This is an optimization exercise on Yosys and OpenROAD, whose aim is small area, a short achievable clock period and few clock cycles, not a production implementation. Where RTL was checked, it was by simulation tests only, not by an equivalence proof against the original.

## lve_modarith
module lve_modarith (
    input  wire        clk,
    input  wire        rst,         
    input  wire        in_valid,
    output wire        in_ready,
    input  wire [3:0]  in_op,
    input  wire        in_qsel,     
    input  wire [3:0]  in_imm,
    input  wire [31:0] in_a,
    input  wire [31:0] in_b,
    input  wire [31:0] in_w,
    output wire        out_valid,
    output wire [31:0] out_r0,
    output wire [31:0] out_r1
);
==> flow/config.mk <==
export PLATFORM = sky130hd
export DESIGN_NAME = lve_modarith
export DESIGN_NICKNAME = lve_modarith
export VERILOG_FILES = /design/flow/design.v
export SDC_FILE = /design/flow/constraint.sdc
export NUM_CORES = 4
export LEC_CHECK = 0
export CAP_MARGIN = 20
export CORE_MARGIN = 2
export CORE_UTILIZATION = 40
export CTS_BUF_LIST = sky130_fd_sc_hd__clkbuf_8
export CTS_CLUSTER_SIZE = 24
export SLEW_MARGIN = 20
==> flow/constraint.sdc <==
create_clock -name core_clock -period 30.0 [get_ports {clk}]
set_input_delay 6.0000 -clock core_clock [delete_from_list [all_inputs] [get_ports {clk}]]
set_output_delay 6.0000 -clock core_clock [all_outputs]
set_load 0.01 [all_outputs]
standard.sh (not shown) runs the stock make flow with config.mk's settings and CLKGATE_MAP_FILE= SYNTH_SCRIPT=/design/flow/synth_recipe.tcl, a recipe that flattens the netlist after the stock synthesis.
==> flow/flow/run.sh <==
#!/bin/bash
set -euo pipefail
bash standard.sh \
  BUFFER_PORTS_ARGS="-buffer_cell sky130_fd_sc_hd__buf_4" \
  SETUP_SLACK_MARGIN=23 \
  finish > flow_layout.log 2>&1
The first run produced a clean layout.
Then changed:
- CTS_BUF_LIST: sky130_fd_sc_hd__clkbuf_8 -> default
- CTS_CLUSTER_SIZE: 24 -> default
After rerunning: Area after synthesis stays the same. Routed wire length is about the same. Flip-flop and latch count stays the same. Clock skew fell by 57 ps. Clock-buffer cell count fell by 44. Global-route usage is about the same.
Function was not checked in any run of this note: the RTL went through the layout flow alone.

Setup of v52:
lve_modarith, a different RTL version from the one above (not shown whole).
For scale: ~630 flip-flops, ~170 I/O pins.
==> flow/config.mk <==
export PLATFORM = sky130hd
export DESIGN_NAME = lve_modarith
export DESIGN_NICKNAME = lve_modarith
export VERILOG_FILES = /design/flow/design.v
export SDC_FILE = /design/flow/constraint.sdc
export NUM_CORES = 4
export LEC_CHECK = 0
export CAP_MARGIN = 20
export CORE_MARGIN = 2
export CORE_UTILIZATION = 40
export CTS_CLUSTER_DIAMETER = 100
export CTS_CLUSTER_SIZE = 24
export SLEW_MARGIN = 20
==> flow/constraint.sdc <==
create_clock -name core_clock -period 30.0 [get_ports {clk}]
set_input_delay 6.0000 -clock core_clock [delete_from_list [all_inputs] [get_ports {clk}]]
set_output_delay 6.0000 -clock core_clock [all_outputs]
set_load 0.01 [all_outputs]
==> flow/flow/run.sh <==
#!/bin/bash
set -euo pipefail
bash standard.sh \
  BUFFER_PORTS_ARGS="-buffer_cell sky130_fd_sc_hd__buf_2" \
  SETUP_SLACK_MARGIN=22.8 \
  finish > flow_layout.log 2>&1
v52 finished all stages; the layout is clean.
Testbench counts of v52, summed over its fixed seeds: cycles 16,056.
Input-level comparison between v44 and v52:
-- flow/config.mk --
<<< v52, line 9
export CORE_MARGIN = 2
export CORE_UTILIZATION = 40
export CTS_CLUSTER_DIAMETER = 100
>>> v44, line 9
export CORE_MARGIN = 2
export CORE_UTILIZATION = 55
export CTS_CLUSTER_DIAMETER = 100
[summary]
v44 against v52; routed wire length per instance is up by a few percent.
In v44, the count of instances resized after the clock tree is built came out 4 above the value in v52.
Re sequential cell count: no difference whatsoever between v44 and v52.
Summary — minimum clock period, v44 relative to v52: lower, by 0.025 ns.
Looking at relative area of clock buffers and inverters in the final design across v44 and v52, the one that comes out lower is v44.
Measured against each other, v44 and v52 differ in sequential share of layout area, the higher figure coming from v44.
Changes observed in v44 relative to v52: wire length went down by 6100 um.
--- input diff v44..v43 ---
==> flow/flow/run.sh <==
#!/bin/bash
set -euo pipefail
bash standard.sh \
  BUFFER_PORTS_ARGS="-buffer_cell sky130_fd_sc_hd__buf_4" \
  SETUP_SLACK_MARGIN=23 \
  finish > flow_layout.log 2>&1
-- flow/config.mk --
<<< v44, line 9
export CORE_MARGIN = 2
export CORE_UTILIZATION = 55
export CTS_CLUSTER_DIAMETER = 100
export CTS_CLUSTER_SIZE = 24
export SLEW_MARGIN = 20
>>> v43, line 9
export CORE_MARGIN = 2
export CORE_UTILIZATION = 40
export SLEW_MARGIN = 20
## What came out
v43 finished every step from synthesis to the final layout, and the layout passed the timing, DRC and antenna checks.
Total die area: v43 worse than v44
Of v44 and v43, the higher post-CTS resize count belongs to v43.
Final clock period utilization by the worst path across v44 and v43: no real change.
#### Input delta (v32 over v43)
==> flow/flow/run.sh <==
#!/bin/bash
set -euo pipefail
bash standard.sh \
  BUFFER_PORTS_ARGS="-buffer_cell sky130_fd_sc_hd__buf_2" \
  SETUP_SLACK_MARGIN=23 \
  finish > flow_layout.log 2>&1
-- flow/config.mk --
<<< v43, line 9
export CORE_MARGIN = 2
export CORE_UTILIZATION = 40
export SLEW_MARGIN = 20
>>> v32, line 9
export CORE_MARGIN = 2
export CORE_UTILIZATION = 55
export CTS_CLUSTER_DIAMETER = 100
export CTS_CLUSTER_SIZE = 24
export SLEW_MARGIN = 20
==> results.txt <==
- Going from v43 to v32, the clock input transition at the sequential cells of the worst setup and hold paths was found to have gone up by 0.04 ns.
- Between v32 and v43, cell count is lower for v32, v43 comes in above that.
- Portion of the clock cycle consumed by the worst path in the final layout, v32 and v43, higher one = v43.
- Diff v32..v43 | post-synthesis instance total | unchanged
- Relative to v43, non-clock buffer instance count of the final layout has gone up in v32.
- Against v43 as the reference, v32 delivers a higher met3 usage in global routing.
- Compared with v43, depth of the most critical reg-to-reg path in v32 decreased by a few percent.
### v32 -> v28
-- flow/config.mk --
<<< v32, line 9
export CORE_MARGIN = 2
export CORE_UTILIZATION = 55
export CTS_CLUSTER_DIAMETER = 100
>>> v28, line 9
export CORE_MARGIN = 2
export CORE_UTILIZATION = 40
export CTS_CLUSTER_DIAMETER = 100
Findings:
- Delta (v28 minus v32): global routing met3 resource utilization lower, via count was more or less identical.

==> what the ideal ports hide <==
How much do the figures lean on ideal ports? The routed layouts below were timed once more, with nothing changed but the port constraints.
Step 1 sets driving cells, clkbuf_16 on the clock port and buf_2 on the other inputs (assumed; they add their load-dependent delay and slew).
Step 2 also shifts input and output timing later by t, the mid clock arrival at the registers, as if the neighbouring blocks saw the same clock.
a / b / c = ideal / step 1 / step 2; a / b = the first two.
run | t (ns) | slack for setup (ns) | slew at the worst register clock pin (ns)
the first run of note 1 | 1.033 | 22.579 / 22.490 / 23.194 | 0.09 / 0.09
the second run of note 1 | 0.837 | 22.772 / 22.680 / 23.170 | 0.07 / 0.07
v52 | 0.815 | 22.745 / 22.657 / 22.930 | 0.11 / 0.11
v44 | 0.796 | 22.770 / 22.687 / 23.034 | 0.11 / 0.11
v43 | 0.828 | 22.734 / 22.641 / 23.013 | 0.07 / 0.07
v32 | 0.798 | 22.787 / 22.696 / 23.149 | 0.10 / 0.10
v28 | 0.842 | 22.790 / 22.686 / 23.123 | 0.10 / 0.10
After both steps every run listed still meets setup and hold.
